Context: an optimization exercise on an open-source flow, tuned for small area, a short achievable clock period and few clock cycles per item. The choices shown serve that exercise and are no tape-out recipe.
The RTL was checked by simulation tests, not by an equivalence proof against the original design.

==> inputs of violet <==
==> flow/design.v (excerpt) <==
module cmac_dp (
    input  wire        clk,
    input  wire        rst,             
    input  wire        in_valid,
    output wire        in_ready,
    input  wire [3:0]  in_op,
    input  wire        in_sub,
    input  wire [5:0]  in_sh,
    input  wire [15:0] in_a_re,
    input  wire [15:0] in_a_im,
    input  wire [15:0] in_b_re,
    input  wire [15:0] in_b_im,
    output reg         out_valid,
    input  wire        out_ready,
    output wire [15:0] out_re,
    output wire [15:0] out_im,
    output wire [39:0] out_acc_r,
    output wire [39:0] out_acc_i,
    output reg         out_nan_r,
    output reg         out_nan_i,
    output wire [7:0]  out_expr,
    output wire [5:0]  out_norm,
    output wire [7:0]  out_sat_count,
    output wire [7:0]  out_nan_count,
    output wire        out_dp_sat,
    output wire        out_dp_nan
);
==> flow/config.mk <==
export PLATFORM = sky130hd
export DESIGN_NAME = cmac_dp
export DESIGN_NICKNAME = cmac_dp
export VERILOG_FILES = /design/flow/design.v
export SDC_FILE = /design/flow/constraint.sdc
export NUM_CORES = 4
export LEC_CHECK = 0
export CAP_MARGIN = 20
export CORE_MARGIN = 2
export CORE_UTILIZATION = 45
export SLEW_MARGIN = 20
==> flow/constraint.sdc <==
create_clock -name core_clock -period 25.0 [get_ports {clk}]
set_input_delay 5.0000 -clock core_clock [delete_from_list [all_inputs] [get_ports {clk}]]
set_output_delay 5.0000 -clock core_clock [all_outputs]
set_load 0.01 [all_outputs]
standard.sh (not shown) runs the stock make flow with config.mk's settings and CLKGATE_MAP_FILE= SYNTH_SCRIPT=/design/flow/synth_recipe.tcl, a recipe that flattens the netlist after the stock synthesis.
==> flow/flow/run.sh <==
#!/bin/bash
# Standard ORFS layout (the standard.sh, standard synthesis unchanged), with the
# resizer's timing repair asked to keep a larger setup margin so that it shortens the
# critical paths; the SDC (25 ns clock, I/O delays, loads) is the standard flow's, unchanged.
set -euo pipefail
bash standard.sh SETUP_SLACK_MARGIN=19 finish > standard.log 2>&1
==> inputs of xenon, as changes to violet <==
==> flow/flow/run.sh (replaced) <==
#!/bin/bash
# Standard ORFS layout (the standard.sh, standard synthesis unchanged), with the
# resizer's timing repair asked to keep a larger setup margin so that it shortens the
# critical paths; the SDC (25 ns clock, I/O delays, loads) is the standard flow's, unchanged.
set -euo pipefail
bash standard.sh SETUP_SLACK_MARGIN=18 finish > standard.log 2>&1
==> inputs of indigo, as changes to violet <==
--- a/flow/design.v
+++ b/flow/design.v
@@ -110,11 +110,11 @@
         reg [32:0] acc, nb;
         begin
             acc = 33'd0;
             nb  = 33'd0;
             for (j = 0; j < 8; j = j + 1) begin
-                sel = one[j] ? {x[15], x} : two[j] ? {x, 1'b0} : 17'd0;
+                sel = ({17{one[j]}} & {x[15], x}) | ({17{two[j]}} & {x, 1'b0});
                 r   = sel ^ {17{sgn[j]}};
                 acc = acc + ({16'd0, ~r[16], r[15:0]} << (2*j));
                 nb[2*j] = sgn[j];
             end
             bsum = acc + nb;
==> flow/flow/run.sh (replaced) <==
#!/bin/bash
# Standard ORFS layout (the standard.sh, standard synthesis unchanged), with the
# resizer's timing repair asked to keep a larger setup margin so that it shortens the
# critical paths; the SDC (25 ns clock, I/O delays, loads) is the standard flow's, unchanged.
set -euo pipefail
bash standard.sh SETUP_SLACK_MARGIN=18.5 finish > standard.log 2>&1
==> comparison <==
Synthesized cell count: indigo is lower than violet (2.9%).
The lowest core utilization belongs to indigo, the highest to violet.
The lowest non-clock buffer count belongs to indigo, the highest to violet.
Against xenon, the critical path depth of violet is lower by 2.
First-iteration DRC count: violet > xenon > indigo.
Area after synthesis is about the same in indigo and violet.
Wire length, lowest first: indigo, xenon, violet.
The lowest worst hold slack belongs to indigo, the highest to xenon.
==> figures <==
	violet	indigo	xenon
Multiplexer fraction of the synthesized cell area	9.56%	9.44%	9.56%
Clock-pin slew of the registers on the worst-case setup and hold paths	0.06 ns	0.07 ns	0.06 ns
Met2 capacity usage during global routing	52.8%	49.2%	50.3%
Final design area excluding fillers	73900 um^2	69900 um^2	71000 um^2
Via count of the first global-routing pass	56400	55000	54800
Nets	8215	7773	8057
Arrival time of the worst setup path	7.54 ns	7.32 ns	7.45 ns
RR Startpoint	br_one[3]$_DFFE_PN_	br_two[1]$_DFFE_PN_	bi_one[3]$_DFFE_PN_
Number of placed instances, taps included	8719	8487	8718
Pre-CTS WS	16.99 ns	17.44 ns	16.51 ns
Storage cell area	11900 um^2	11900 um^2	11900 um^2
Number of detailed-routing iterations run before antenna repair	8	7	7
Flop-to-flop setup slack	17.86 ns	18.14 ns	17.95 ns
Capture point of the critical path	pr[32]$_DFFE_PN_	pr[31]$_DFFE_PN_	pr[32]$_DFFE_PN_
Hold path startpoint	sh0[3]$_DFFE_PN_	sh0[2]$_DFFE_PN_	d_clrb$_DFFE_PN_
Status	finished clean	finished clean	finished clean
R2r worst-path depth	23	25	25
Crit path depth	23	25	25
Required @ worst endpoint	25.40 ns	25.45 ns	25.40 ns
Fraction of area in multi-input gates	65.4%	66.7%	65.8%
Testbench counts of violet, summed over its fixed seeds: cycles 32,048, ops 32,000.
Testbench counts of xenon, summed over its fixed seeds: cycles 32,048, ops 32,000.
Testbench counts of indigo, summed over its fixed seeds: cycles 32,048, ops 32,000.

re-timing with driven ports:
Ports are ideal in the flow. The routed layouts listed here were re-timed in OpenROAD. Step 1 (the two cells are an assumption about what drives the block):
set clk [get_ports {clk}]
set_driving_cell -lib_cell sky130_fd_sc_hd__clkbuf_16 $clk
set_driving_cell -lib_cell sky130_fd_sc_hd__buf_2 [delete_from_list [all_inputs] $clk]
Step 2 also shifts input and output timing later by t, the mid clock arrival at the registers, as if the neighbouring blocks saw the same clock. a / b / c = no drivers / after step 1 / after step 2; a / b = the first two.
| run | t, ns | setup slack, ns | worst data-port slew with drivers (ns) | cell pins on the clock port's net |
|---|---|---|---|---|
| violet | 0.775 | 17.858 / 17.858 / 17.858 | 0.07 | 1 |
| xenon | 0.766 | 17.949 / 17.949 / 17.607 | 0.05 | 1 |
| indigo | 0.742 | 18.135 / 18.135 / 17.902 | 0.07 | 1 |
After both steps every run listed still meets setup and hold. The setup slack of xenon, which loses most, moves by 0.000 ns with the drivers and by -0.342 ns with both steps.
